From an optimization exercise on the open Yosys and OpenROAD flow, aimed at small area; shortcuts taken in it are not production practice.
Function was checked by simulation only, so behaviour that the tests miss may differ from the original.
Power figures rest on the tool's default switching activity, not on a simulated workload.

== alpha ==
==> flow/design.v (excerpt) <==
module afe_chain (
    input  wire               clk,
    input  wire               rst,
    input  wire               start,
    input  wire               bit_valid,
    input  wire               bit_in,
    input  wire        [7:0]  sinc_r_m1,
    input  wire               fir_dec,
    input  wire        [4:0]  sh0,
    input  wire        [4:0]  sh1,
    input  wire        [4:0]  sh2,
    input  wire        [4:0]  sh3,
    input  wire               coef_we,
    input  wire        [5:0]  coef_addr,
    input  wire        [19:0] coef_data,
    output wire               y0_valid,
    output wire signed [23:0] y0,
    output wire               y0_sat,
    output wire               y_valid,
    output wire signed [23:0] y,
    output wire               y_sat
);
make LEC_CHECK=0 ABC_AREA=1 CAP_MARGIN=20 CELL_PAD_IN_SITES_DETAIL_PLACEMENT=0 CELL_PAD_IN_SITES_GLOBAL_PLACEMENT=0 CORE_MARGIN=2 CORE_UTILIZATION=69 CTS_CLUSTER_DIAMETER=100 CTS_CLUSTER_SIZE=24 PLACE_DENSITY=0.78 SLEW_MARGIN=20 finish   # period 15.0 ns
run.sh (not shown) runs the stock make flow with config.mk's settings and CLKGATE_MAP_FILE= SYNTH_SCRIPT=/design/flow/synth_recipe.tcl, a recipe that flattens the netlist after the stock synthesis.
Edits applied to the flow inputs when going from alpha to beta:
- changing CORE_UTILIZATION from 69 to 65
- changing PLACE_DENSITY from 0.78 to 0.75
[summary]
Diff beta..alpha | final setup TNS | negligible. alpha → beta: total power fell 0.52%; share of layout cells above drive strength 1 held steady; layout overhead on the synthesized area barely changed; share of final layout cell area taken by clock buffers and inverters flat; final routed wire length divided by cell count moved down.
Changes in gamma relative to beta:
- changing CTS_CLUSTER_SIZE from 24 to 27
[summary]
gamma against beta: non-clock buffer count increased by 2 relative to the old numbers, clock share of power lost 0.7 points, tightest hold margin picked up an extra 23 ps. Taking beta as the reference, in gamma total routed wirelength fell 1100 um, top achievable clock speed held steady, cell area closely matched the old numbers.

== rev 12 ==
Another version of the RTL of afe_chain (not shown whole).
Size: ~9,000 cells after synthesis, ~3,700 flip-flops, ~110 I/O pins, roughly 110,000 sq um of cells after synthesis.
==> flow/design.v (excerpt) <==
module afe_chain (
    input  wire               clk,
    input  wire               rst,
    input  wire               start,
    input  wire               bit_valid,
    input  wire               bit_in,
    input  wire        [7:0]  sinc_r_m1,
    input  wire               fir_dec,
    input  wire        [4:0]  sh0,
    input  wire        [4:0]  sh1,
    input  wire        [4:0]  sh2,
    input  wire        [4:0]  sh3,
    input  wire               coef_we,
    input  wire        [5:0]  coef_addr,
    input  wire        [19:0] coef_data,
    output wire               y0_valid,
    output wire signed [23:0] y0,
    output wire               y0_sat,
    output wire               y_valid,
    output wire signed [23:0] y,
    output wire               y_sat
);
    reg running;
    always @(posedge clk) begin
        if (rst)
            running <= 1'b0;
        else if (start)
            running <= 1'b1;
    end
    wire               s2_valid;
    wire signed [23:0] s2_y;
    wire               s2_sat;
    afe_sinc3 u_sinc (
        .clk(clk), .rst(rst), .clr(start), .run(running),
        .bit_valid(bit_valid), .bit_in(bit_in),
        .r_m1(sinc_r_m1), .sh(sh0),
        .out_valid(y0_valid), .out_y(y0), .out_sat(y0_sat)
    );
    afe_halfband u_hb (
        .clk(clk), .rst(rst), .clr(start),
        .in_valid(y0_valid), .in_x(y0), .sh1(sh1), .sh2(sh2),
        .out_valid(s2_valid), .out_y(s2_y), .out_sat(s2_sat)
    );
    afe_fir u_fir (
        .clk(clk), .rst(rst), .clr(start),
        .dec2(fir_dec), .sh(sh3),
        .coef_we(coef_we), .coef_addr(coef_addr), .coef_data(coef_data),
        .in_valid(s2_valid), .in_x(s2_y), .in_sat(s2_sat),
        .out_valid(y_valid), .out_y(y), .out_sat(y_sat)
    );
endmodule
export LEC_CHECK = 0
export ABC_AREA = 1
export CAP_MARGIN = 20
export CELL_PAD_IN_SITES_DETAIL_PLACEMENT = 0
export CELL_PAD_IN_SITES_GLOBAL_PLACEMENT = 0
export CORE_MARGIN = 2
export CORE_UTILIZATION = 65
export CTS_CLUSTER_DIAMETER = 60
export CTS_CLUSTER_SIZE = 30
export PLACE_DENSITY = 0.75
export SLEW_MARGIN = 20
create_clock -name core_clock -period 15.0 [get_ports {clk}]
### rev 12 -> rev 13
- swapping 30 for 24 in CTS_CLUSTER_SIZE
- swapping 60 for 100 in CTS_CLUSTER_DIAMETER
### Flow results
| reported leakage power | lower: rev 13 |. Final cell count: rev 13 < rev 12. The logic gate share of total power reported for rev 13 is greater than that of rev 12 by 0.2 points. In terms of via count, rev 12 and rev 13 differ only marginally.

==> static timing again, ports no longer ideal <==
How much do the figures lean on ideal ports? The routed layouts below were timed once more, with nothing changed but the port constraints. Step 1 sets driving cells, clkbuf_16 on the clock port and buf_2 on the other inputs (assumed; they add their load-dependent delay and slew). Step 2 adds t to the input delays and takes it off the output delays; t is the mean of the earliest and latest rising clock arrival at the registers after step 1. Input paths then give back, and output paths get back, about the clock's delay inside the block. Slacks: ideal ports / drivers / drivers and shift; pairs: ideal ports / drivers.
run | t, ns | setup slack, ns | worst register clock-pin slew, ns | worst slew at a driven data input, ns | pins driven straight from the clock port
alpha | 0.906 | 0.627 / 0.599 / 0.599 | 0.11 / 0.11 | 0.15 | 1
beta | 0.913 | 0.664 / 0.619 / 0.619 | 0.11 / 0.11 | 0.20 | 1
gamma | 0.924 | 0.683 / 0.639 / 0.639 | 0.12 / 0.12 | 0.19 | 1
rev 12 | 0.938 | 0.840 / 0.809 / 0.809 | 0.11 / 0.11 | 0.07 | 1
rev 13 | 0.922 | 0.846 / 0.815 / 0.815 | 0.11 / 0.11 | 0.07 | 1
After both steps every run listed still meets setup and hold. For beta, which loses most, drivers alone change the setup slack by -0.045 ns; drivers and shift together by -0.045 ns.
